From an optimization exercise on the open Yosys and OpenROAD flow, aimed at small area, a short achievable clock period and few clock cycles per item; shortcuts taken in it are not production practice. In this exercise RTL edits were held to simulation tests only and were not proved equivalent to the original. Power figures rest on the tool's default switching activity, not on a simulated workload.

--- flow/config.mk ---
export PLATFORM = sky130hd
export DESIGN_NAME = contone_block_enc
export DESIGN_NICKNAME = contone_block_enc
export VERILOG_FILES = /design/flow/design.v
export SDC_FILE = /design/flow/constraint.sdc
export NUM_CORES = 4
export LEC_CHECK = 0
export CAP_MARGIN = 20
export CORE_MARGIN = 2
export CORE_UTILIZATION = 40
export SLEW_MARGIN = 20
--- flow/run.sh ---
#!/bin/bash
# synth_recipe.tcl (not shown) runs the flow's synth.tcl, then flattens the netlist and writes it again
# the make line also repeats each setting of config.mk as NAME=value (left out here)
make -C /OpenROAD-flow-scripts/flow DESIGN_CONFIG=/design/flow/config.mk WORK_HOME=/design/flow/orfs CLKGATE_MAP_FILE= SYNTH_SCRIPT=/design/flow/synth_recipe.tcl finish
--- flow/design.v ---
module contone_block_enc (
    input  wire       clk,
    input  wire       rst,           
    input  wire       in_valid,
    output wire       in_ready,
    input  wire [7:0] in_cur,        
    input  wire [7:0] in_prev,       
    input  wire       in_sol,        
    output wire       out_valid,
    input  wire       out_ready,
    output wire [7:0] out_data,
    output wire       out_last       
);
    localparam integer L  = 91;          
    localparam integer T  = 24;          
    localparam integer WS = L - T;       
    function [7:0] zigzag;
        input [7:0] cur, pred;
        reg   [7:0] e;
        begin
            e = cur - pred;
            zigzag = e[7] ? ~{e[6:0], 1'b0} : {e[6:0], 1'b0};
        end
    endfunction
    function [31:0] zig4;
        input [7:0] cur, w, n, nw;
        reg   [8:0] sum;
        reg   [7:0] z0, z1, zg, z3;
        begin
            sum = {1'b0, w} + {1'b0, n};
            z0  = zigzag(cur, w);
            z1  = zigzag(cur, n);
            zg  = zigzag(cur, w + n - nw);
            if (nw >= w && nw >= n)      z3 = (w < n) ? z0 : z1;    
            else if (nw <= w && nw <= n) z3 = (w < n) ? z1 : z0;    
            else                         z3 = zg;
            zig4 = {z3, zigzag(cur, sum[8:1]), z1, z0};
        end
    endfunction
    function [7:0] zig1;
        input [1:0] p;
        input [7:0] cur, w, n, nw;
        reg   [8:0] sum;
        reg   [7:0] lo, hi, pr;
        begin
            sum = {1'b0, w} + {1'b0, n};
            lo  = (w < n) ? w : n;
            hi  = (w < n) ? n : w;
            case (p)
                2'd0: pr = w;
                2'd1: pr = n;
                2'd2: pr = sum[8:1];
                default: pr = (nw >= hi) ? lo : (nw <= lo) ? hi : w + n - nw;
            endcase
            zig1 = zigzag(cur, pr);
        end
    endfunction
    function [26:0] code_of;
        input       raw;
        input [7:0] v;
        input [2:0] k;
        reg   [7:0]  q;
        reg   [4:0]  u, ue, p1;
        reg   [15:0] tl;
        reg   [3:0]  t;
        reg   [5:0]  tot;
        reg          lg;
        reg   [15:0] ones;
        begin
            q = v >> k;
            if (raw) begin
                u = 5'd0;  tl = {v, 8'd0};  t = 4'd8;
            end else if (q >= 8'd24) begin
                u = 5'd24; tl = {v, 8'd0};  t = 4'd8;
            end else begin
                u = q[4:0];
                tl = ({8'd0, v} << (4'd15 - {1'b0, k})) & 16'h7FFF;
                t = {1'b0, k} + 4'd1;
            end
            tot  = {1'b0, u} + {2'd0, t};
            lg   = tot > 6'd16;
            ue   = !lg ? u : (u >= 5'd16 ? u - 5'd16 : 5'd0);
            p1   = (u >= 5'd16) ? 5'd16 : u;
            ones = ~(16'hFFFF >> ue);
            code_of = {lg, p1, ue + {1'b0, t}, ones | (tl >> ue)};
        end
    endfunction
    reg        in_ready_r;
    reg        r_v, r_sol;
    reg [7:0]  r_cur, r_prev;
    assign in_ready = in_ready_r;
    wire       acc_now = in_valid && in_ready_r;
    always @(posedge clk) begin
        r_cur  <= in_cur;
        r_prev <= in_prev;
        r_sol  <= in_sol;
        r_v    <= !rst && acc_now;
    end
    reg [15:0] ring [0:L-1];
    integer    ri;
    always @(posedge clk) begin
        ring[0] <= r_v ? {r_cur, r_prev} : ring[L-1];
        for (ri = 1; ri < L; ri = ri + 1)
            ring[ri] <= ring[ri-1];
    end
    reg [7:0]  lc, lp;                
    reg [5:0]  ccnt;
    reg        cpar;                  
    reg [15:0] w0q [0:1];             
    reg [31:0] zr;
    reg        z_v, z_first, z_last;
    wire [7:0] c_w  = r_sol ? r_prev : lc;
    wire [7:0] c_nw = r_sol ? r_prev : lp;
    always @(posedge clk) begin
        zr      <= zig4(r_cur, c_w, r_prev, c_nw);
        z_first <= (ccnt == 6'd0);
        z_last  <= (ccnt == 6'd63);
        if (r_v) begin
            lc <= r_cur;
            lp <= r_prev;
        end
        if (r_v && ccnt == 6'd0) w0q[cpar] <= {c_w, c_nw};
        if (rst) begin
            z_v  <= 1'b0;
            ccnt <= 6'd0;
            cpar <= 1'b0;
        end else begin
            z_v <= r_v;
            if (r_v) ccnt <= ccnt + 6'd1;
            if (r_v && ccnt == 6'd63) cpar <= !cpar;
        end
    end
    function [8:0] cost_step;
        input [8:0] base;
        input [7:0] z;
        input [2:0] k;
        reg   [7:0] q;
        reg   [4:0] f;
        reg   [9:0] s;
        begin
            q = z >> k;
            f = (q >= 8'd24) ? 5'd31 - {2'd0, k} : q[4:0];
            s = {1'b0, base} + {5'd0, f};
            cost_step = s[9] ? 9'h1FF : s[8:0];
        end
    endfunction
    reg [8:0] acc [0:27];
    reg       a_done;
    integer   ap, ak;
    always @(posedge clk) begin
        for (ap = 0; ap < 4; ap = ap + 1)
            for (ak = 0; ak < 7; ak = ak + 1)
                if (z_v) acc[7*ap+ak] <= cost_step(z_first ? 9'd64 * (ak + 1) : acc[7*ap+ak],
                                                   zr[8*ap +: 8], ak[2:0]);
        a_done <= !rst && z_v && z_last;
    end
    function [11:0] min2;                
        input [11:0] a, b;
        min2 = (b[11:3] < a[11:3]) ? b : a;
    endfunction
    reg [8:0]  t1_cost [0:3];
    reg [2:0]  t1_k    [0:3];
    reg        t1_v;
    reg [11:0] m01, m23, m45, m03, m46, m06;
    integer    tp;
    always @(posedge clk) begin
        for (tp = 0; tp < 4; tp = tp + 1) begin
            m01 = min2({acc[7*tp+0], 3'd0}, {acc[7*tp+1], 3'd1});
            m23 = min2({acc[7*tp+2], 3'd2}, {acc[7*tp+3], 3'd3});
            m45 = min2({acc[7*tp+4], 3'd4}, {acc[7*tp+5], 3'd5});
            m03 = min2(m01, m23);
            m46 = min2(m45, {acc[7*tp+6], 3'd6});
            m06 = min2(m03, m46);
            t1_cost[tp] <= m06[11:3];
            t1_k[tp]    <= m06[2:0];
        end
        t1_v <= !rst && a_done;
    end
    wire        s01   = t1_cost[1] < t1_cost[0];
    wire [8:0]  c01   = s01 ? t1_cost[1] : t1_cost[0];
    wire [2:0]  k01   = s01 ? t1_k[1] : t1_k[0];
    wire        s23   = t1_cost[3] < t1_cost[2];
    wire [8:0]  c23   = s23 ? t1_cost[3] : t1_cost[2];
    wire [2:0]  k23   = s23 ? t1_k[3] : t1_k[2];
    wire        sfin  = c23 < c01;
    wire [8:0]  bcost = sfin ? c23 : c01;
    wire [1:0]  bp    = sfin ? {1'b1, s23} : {1'b0, s01};
    wire [2:0]  bk    = sfin ? k23 : k01;
    localparam [1:0] K_CODED = 2'd0, K_ZERO = 2'd1, K_ESC = 2'd2;
    reg         pd_v;
    reg  [1:0]  pd_kind, pd_p;
    reg  [2:0]  pd_k;
    wire        take;                
    always @(posedge clk) begin
        if (t1_v) begin
            pd_p    <= bp;
            pd_k    <= bk;
            pd_kind <= (bcost == 9'd64)  ? K_ZERO :
                       (bcost <= 9'd504) ? K_CODED : K_ESC;
        end
        if (rst)       pd_v <= 1'b0;
        else if (t1_v) pd_v <= 1'b1;
        else if (take) pd_v <= 1'b0;
    end
    localparam [1:0] E_IDLE = 2'd0, E_HDR = 2'd1, E_READ = 2'd2;
    reg  [1:0]  es;
    reg  [1:0]  eb_kind, eb_p;
    reg  [2:0]  eb_k;
    reg         rpar;                
    reg  [5:0]  ecnt;                
    reg  [6:0]  pos_r;               
    reg         e0_v, e0_hdr, e0_esc, e0_b, e0_end, e0_first;
    reg  [1:0]  e0_p;
    reg  [2:0]  e0_k;
    reg  [7:0]  e0_hval;
    reg  [7:0]  ac, an, bc, bn, aw, anw;
    reg         e1_v, e1_b, e1_raw, e1_end;
    reg  [2:0]  e1_k;
    reg  [7:0]  e1_va, e1_vb;
    reg         sa_v, sa_lg, sa_end, sb_v, sb_lg, sb_end;
    reg  [4:0]  sa_p1, sa_len, sb_p1, sb_len;
    reg  [15:0] sa_code, sb_code;
    reg  [23:0] a_acc;
    reg  [4:0]  a_n;
    reg         a_flush;             
    reg         o_v, o_l, s_v, s_l;
    reg  [7:0]  o_d, s_d;
    wire        pop      = !s_v && (a_n >= 5'd8 || (a_flush && a_n != 5'd0));
    wire        pop_last = a_flush && a_n <= 5'd8;
    wire [4:0]  n_pop    = !pop ? a_n : (a_n >= 5'd8 ? a_n - 5'd8 : 5'd0);
    wire        flush_stay = a_flush && !(pop && pop_last);
    wire        push     = sa_v && !flush_stay && n_pop <= 5'd8;
    wire [5:0]  ab_len   = {1'b0, sa_len} + {1'b0, sb_len};
    wire        both     = !sa_lg && sb_v && !sb_lg && ab_len <= 6'd16;
    wire [15:0] ones_p1  = ~(16'hFFFF >> sa_p1);
    wire [15:0] chunk    = sa_lg ? ones_p1 :
                           both  ? (sa_code | (sb_code >> sa_len)) : sa_code;
    wire [4:0]  chunk_n  = sa_lg ? sa_p1 : both ? ab_len[4:0] : sa_len;
    wire        a_gone   = push && !sa_lg;                    
    wire        all_gone = a_gone && (both || !sb_v);         
    wire        end_sent = all_gone && (both ? sb_end : sa_end);
    wire [23:0] acc_pop  = pop ? {a_acc[15:0], 8'd0} : a_acc;
    wire [23:0] acc_ins  = {chunk, 8'd0} >> n_pop;
    wire        c_load   = !sa_v || all_gone;
    wire        e1_free  = !e1_v || c_load;
    wire        e0_free  = !e0_v || e1_free;
    wire [26:0] code_a   = code_of(e1_raw, e1_va, e1_k);
    wire [26:0] code_b   = code_of(e1_raw, e1_vb, e1_k);
    wire [7:0]  za       = zig1(e0_p, ac, aw, an, anw);
    wire [7:0]  zb       = zig1(e0_p, bc, ac, bn, an);
    wire        in_win   = pos_r >= WS;
    wire [4:0]  widx     = pos_r - WS;
    reg  [15:0] rd_a, rd_b;
    integer     wi;
    always @(*) begin
        rd_a = ring[WS];
        rd_b = ring[WS-1];
        for (wi = 0; wi < T; wi = wi + 1)
            if (widx == wi) begin
                rd_a = ring[WS+wi];
                rd_b = ring[WS+wi-1];
            end
    end
    wire        rd_go    = (es == E_READ) && e0_free && in_win;
    wire        rd_two   = ecnt != 6'd63;
    wire [1:0]  nread    = !rd_go ? 2'd0 : rd_two ? 2'd2 : 2'd1;
    wire        skip     = (es == E_HDR) && e0_free && (eb_kind == K_ZERO);
    wire [15:0] w0       = w0q[rpar];
    assign take = (es == E_IDLE) && pd_v;
    reg  [6:0]  occ;                 
    reg  [6:0]  ph;                  
    reg  [6:0]  freed;               
    wire [6:0]  occ_n    = occ + {6'd0, acc_now} - freed;
    wire        empty_n  = (occ - freed == 7'd0) && !acc_now;
    wire        space_n  = (occ - freed + 7'd2) <= L;
    wire [6:0]  pos_adv  = (pos_r == L - 1) ? 7'd0 : pos_r + 7'd1;
    wire [6:0]  pos_skip = (pos_r >= 7'd63) ? pos_r - 7'd63 : pos_r + (L - 63);
    always @(posedge clk) begin
        a_acc <= acc_pop | (push ? acc_ins : 24'd0);
        a_n   <= n_pop + (push ? chunk_n : 5'd0);
        if (push && end_sent)  a_flush <= 1'b1;
        else if (!flush_stay)  a_flush <= 1'b0;
        if (push && sa_lg) sa_lg <= 1'b0;
        if (c_load) begin
            sa_v    <= e1_v;
            sa_lg   <= code_a[26];
            sa_p1   <= code_a[25:21];
            sa_len  <= code_a[20:16];
            sa_code <= code_a[15:0];
            sa_end  <= e1_end && !e1_b;
            sb_v    <= e1_v && e1_b;
            sb_lg   <= code_b[26];
            sb_p1   <= code_b[25:21];
            sb_len  <= code_b[20:16];
            sb_code <= code_b[15:0];
            sb_end  <= e1_end;
        end else if (a_gone) begin
            sa_v    <= 1'b1;
            sa_lg   <= sb_lg;
            sa_p1   <= sb_p1;
            sa_len  <= sb_len;
            sa_code <= sb_code;
            sa_end  <= sb_end;
            sb_v    <= 1'b0;
        end
        if (e1_free) begin
            e1_v   <= e0_v;
            e1_b   <= e0_b && !e0_hdr;
            e1_raw <= e0_hdr || e0_esc;
            e1_va  <= e0_hdr ? e0_hval : e0_esc ? ac : za;
            e1_vb  <= e0_esc ? bc : zb;
            e1_end <= e0_end;
            e1_k   <= e0_k;
        end
        if (e0_free) e0_v <= 1'b0;
        if (take) begin
            eb_kind <= pd_kind;
            eb_p    <= pd_p;
            eb_k    <= pd_k;
            es      <= E_HDR;
        end
        if (es == E_HDR && e0_free) begin
            e0_v    <= 1'b1;
            e0_hdr  <= 1'b1;
            e0_b    <= 1'b0;
            e0_end  <= (eb_kind == K_ZERO);
            e0_hval <= (eb_kind == K_ZERO)  ? {2'b01, eb_p, 4'b0000} :
                       (eb_kind == K_CODED) ? {2'b00, eb_p, 1'b0, eb_k} : 8'hC0;
            e0_k    <= eb_k;
            ecnt    <= 6'd0;
            if (eb_kind == K_ZERO) begin
                rpar <= !rpar;
                es   <= E_IDLE;
            end else
                es   <= E_READ;
        end
        if (rd_go) begin
            aw       <= (ecnt == 6'd0) ? w0[15:8] : e0_b ? bc : ac;
            anw      <= (ecnt == 6'd0) ? w0[7:0]  : e0_b ? bn : an;
            ac       <= rd_a[15:8];
            an       <= rd_a[7:0];
            bc       <= rd_b[15:8];
            bn       <= rd_b[7:0];
            e0_v     <= 1'b1;
            e0_hdr   <= 1'b0;
            e0_b     <= rd_two;
            e0_esc   <= (eb_kind == K_ESC);
            e0_end   <= !rd_two || ecnt == 6'd62;
            e0_p     <= eb_p;
            e0_k     <= eb_k;
            ecnt     <= ecnt + (rd_two ? 6'd2 : 6'd1);
            if (!rd_two || ecnt == 6'd62) begin
                rpar <= !rpar;
                es   <= E_IDLE;
            end
        end
        freed <= skip ? 7'd64 : {5'd0, nread};
        occ   <= occ_n;
        if (acc_now)          ph <= 7'd0;
        else if (ph == L - 1) ph <= 7'd0;
        else                  ph <= ph + 7'd1;
        in_ready_r <= space_n && (acc_now || ph == L - 1 || empty_n);
        if (acc_now && occ == 7'd0 && freed == 7'd0)
            pos_r <= L - 1;                        
        else if (skip)
            pos_r <= pos_skip;
        else if (nread == 2'd2)
            pos_r <= (pos_r == 7'd0) ? L - 1 : pos_r - 7'd1;
        else if (nread == 2'd1)
            pos_r <= pos_r;
        else
            pos_r <= pos_adv;
        if (!o_v || out_ready) begin
            if (s_v) begin
                o_v <= 1'b1;
                o_d <= s_d;
                o_l <= s_l;
                s_v <= 1'b0;
            end else begin
                o_v <= pop;
                o_d <= a_acc[23:16];
                o_l <= pop_last;
            end
        end else if (pop) begin
            s_v <= 1'b1;
            s_d <= a_acc[23:16];
            s_l <= pop_last;
        end
        if (rst) begin
            es         <= E_IDLE;
            rpar       <= 1'b0;
            e0_v       <= 1'b0;
            e1_v       <= 1'b0;
            sa_v       <= 1'b0;
            sb_v       <= 1'b0;
            a_acc      <= 24'd0;
            a_n        <= 5'd0;
            a_flush    <= 1'b0;
            o_v        <= 1'b0;
            s_v        <= 1'b0;
            occ        <= 7'd0;
            freed      <= 7'd0;
            ph         <= 7'd0;
            pos_r      <= 7'd0;
            in_ready_r <= 1'b1;
        end
    end
    assign out_valid = o_v;
    assign out_data  = o_d;
    assign out_last  = o_l;
endmodule
--- flow/constraint.sdc ---
create_clock -name core_clock -period 17.0 [get_ports {clk}]
set_input_delay 3.4000 -clock core_clock [delete_from_list [all_inputs] [get_ports {clk}]]
set_output_delay 3.4000 -clock core_clock [all_outputs]
set_load 0.01 [all_outputs]
==> run notes <==
post-synthesis sequential area ratio=53.6%; full die area=223,000 µm²; top sig layer=met5; Post-Layout Cell Count=11,100; Site Rows=172; r2r worst-path depth=25; fmax=134 MHz; largest net degree at the start of global routing=137; syn_nets=8,701; Area contributors post-synth=dfxtp_1 (37%), edfxtp_1 (16%), ha_1 (7.9%); Post-synth top cells=dfxtp_1 (1,632), nand2_1 (569), ha_1 (554); worst reg2reg setup slack=9.54 ns; DRT iter0 DRCs=4,356; post-synth top area cell=dfxtp_1; Setup CP Type=register to register; core footprint=219,000 µm²; most common cell in the netlist=dfxtp_1; worst-path fanout max=18; 1st-pass router iterations=6; Slew Viols, Final=0; Avg Vias per Cell=5.40; Post-Route WL=215,000 µm; Tot GR Track Use=18.9%; CTS Buf Count=210; critical path required time=17.55 ns; DP Cell Count=10,700; worst hold slack=0.307 ns; I/O pins=32; Avg Inst Size Synth=10.9 µm²; Starting Density=40.1%; Synth Flop Type=dfxtp_1; final worst setup slack=9.54 ns; total chip power=12.8 mW; final net count=8,740; dpl hpwl=153,000 µm; Placed Area=91,300 µm²; Post-Syn Area=87,800 µm²; Hold-fix buffers, CTS=0; wire length on met3=10,700 µm; largest family of logic cells by synthesized area=compound AO/OA/AOI/OAI gates; worst skew pair latency=0.85 ns; Final Cell Area=98,800 µm²; instance count of the mapped netlist=8,052; xor and xnor area share after synthesis=2.66%; final core utilization=45.1%; DIE WIDTH=473 µm; Worst Hold Class=register to register; Synth cell types=107; Seq cells post-synth=2,111; CP endpoint kind=register; CTS tree=yes; Hold Crit Start=ring[20][14]; Layout area overhead=12.5%; Final Skew=0.0577 ns; CP startpoint kind=register; Post-Synth Simple-Gate Area=10.6%; compound-gate portion of the synthesized area=14.0%; hold path depth=0; number of max-cap violations=0; ys async rst share=0%; die height=473 µm; Clock transition at path regs=0.06 ns; Resized Gates After CTS=0; Hold Violations, Final=0; vias in the first global route=60,300; clk buf depth=3; Yosys warnings=5; min Tclk post-route=7.46 ns; period utilisation layout=43.9%; count of port buffers added during placement=31; Clock Tree Root=clkbuf_16; WL met1=97,500 µm; pre-CTS setup slack=9.47 ns; GRT overflow=0; Synth Area in Adders=9.58%; LEAKAGE=40.7 nW; VDD IR max=108 µV; post-CTS setup buffers=0; Slew headroom=28.5%; RR Endpoint=e1_va[3]; Yosys top cell area share=37.2%; post-synthesis mux area share=5.99%; global-route wire length before repair=339,000 µm; Crit path arrival time=8.00 ns; detailed-route via count=60,200; Reg-to-Reg Start=an[2]; initial antenna violation count=12; number of enable flip-flop cells after synthesis=479; routability-driven placement congestion ratio=0.919; WHS Endpoint=ring[21][14]; fraction of layout cells with a size suffix above 1=8.74%; RSZ-0062 raised after global routing=no; status=no timing/DRC/antenna violations; Power Density=129 nW/µm²; clk sinks=2,111; antenna-violating nets left=0; Slew @ Worst Pin=1.07 ns; Avg WL per Cell=19.3 µm; DR DRC count=0; Final Setup Violations=0; wire length on met2=100,000 µm; Final TNS setup=0 ns; H-tree levels=4
[sequential cells by signal (all words and copies together) (netlist names), 12 cells and up]
signal and cells:
t1_cost 36, ring 1456, w0q 32, sa_code 16, acc 252, a_acc 24, t1_k 12, sb_code 16
zr 32
[worst max-delay path by stage]
stage / startpoint / cells past startpoint / to
5_1_grt: an[2] / 25 / e1_va[3]
3_3_place_gp: an[2] / 25 / e1_va[3]
2_1_floorplan: z_v / 0 / acc[0][0]
3_5_place_dp: an[2] / 25 / e1_va[3]
4_1_cts: an[2] / 25 / e1_va[3]
6_report: an[2] / 25 / e1_va[3]
[critical path, stage by stage (launching register included)]
cell	delay, ns
edfxtp_1	0.62
inv_1	0.16
ha_1	0.41
nand2_1	0.07
o21ai_0	0.28
nand4_1	0.17
a31oi_2	0.18
buf_4	0.32
mux2i_1	0.28
ha_1	0.28
a21o_1	0.17
a21oi_1	0.15
a21oi_1	0.08
o31ai_1	0.69
buf_4	0.30
mux2_2	0.34
mux2_2	0.26
mux4_2	0.48
ha_1	0.33
or3_1	0.34
o21ai_0	0.08
a21oi_1	0.07
xor2_1	0.18
a211oi_2	0.63
o21ai_0	0.17
o311a_1	0.16
[cell type report]
| cell class | instances | area [µm²] |
|---|---|---|
| diodes | 3 | 7.51 |
| clock buffers | 294 | 6050 |
| clock inverters | 100 | 1330 |
| fillers | 20100 | 120000 |
| inverters | 505 | 1900 |
| multi-input cells | 5128 | 37700 |
| flip-flops and latches | 2111 | 47100 |
| well taps | 2871 | 3590 |
| repair buffers | 135 | 1120 |
[logic make-up after synthesis]
family                   Yosys count
adder cells (fa/ha/maj)          628
AND/OR/NAND/NOR                 1926
multiplexers                     469
flip-flops                      2111
buffers and inverters            813
XOR/XNOR                         265
AO/OA/AOI/OAI                   1840
[power breakdown]
group	switching (mW)	internal [mW]
sequential	0.201	5.37
combinational	1.50	0.927
clock	2.02	2.76
[layer usage]
| layer | GRT usage (%) | vias up |
|---|---|---|
| met1 | 25.3 | 29300 |
| met3 | 2.73 | 413 |
| li1 | - | 29000 |
| met2 | 31.2 | 1539 |
| met5 | 0 | - |
| met4 | 6.33 | 10 |
[placed cells by master (no fill, tap or decap), types with 44 or more instances in the layout]
cell	synthesis	routed
dfxtp_1	1632	1629
nand2_1	569	569
ha_1	554	553
inv_1	495	494
edfxtp_1	479	479
nor2_1	450	447
o21ai_0	390	384
a21oi_1	382	379
mux2i_1	308	308
clkbuf_16	0	214
nor2b_1	194	194
xnor2_1	194	193
nand3_1	156	156
nand2b_1	140	140
o22ai_1	135	135
a21o_1	128	128
mux2_2	127	127
nor3_1	113	111
buf_4	8	101
a211oi_1	95	90
fa_1	74	74
xor2_1	69	68
o21a_1	67	67
a22oi_1	65	65
a31oi_1	64	63
nand4_1	54	54
or3_1	53	53
o211ai_1	50	50
a221oi_1	45	44
Testbench counts, summed over its fixed seeds: cycles 165,049, blocks 2,560.

separate check: timing with driven ports:
How much do the figures lean on ideal ports? The routed layout below was timed once more, with nothing changed but the port constraints.
Step 1 assumes that a clkbuf_16 drives the clock port and a buf_2 every other input.
Step 2, shift: input delay + t, output delay - t, t = (earliest + latest rising clock arrival at the registers) / 2. This alone moves slack from input paths to output paths.
Three values: ideal ports, drivers, drivers and shift; two values: the first two.
t, ns: 0.908
slack for setup (ns): 9.545 / 9.545 / 9.545
worst setup path at the end: register to register
worst register clock-pin slew, ns: 0.07 / 0.07
pins driven straight from the clock port: 1
After both steps setup and hold are still met in this run. The setup slack of this run moves by 0.000 ns with the drivers and by 0.000 ns with both steps.
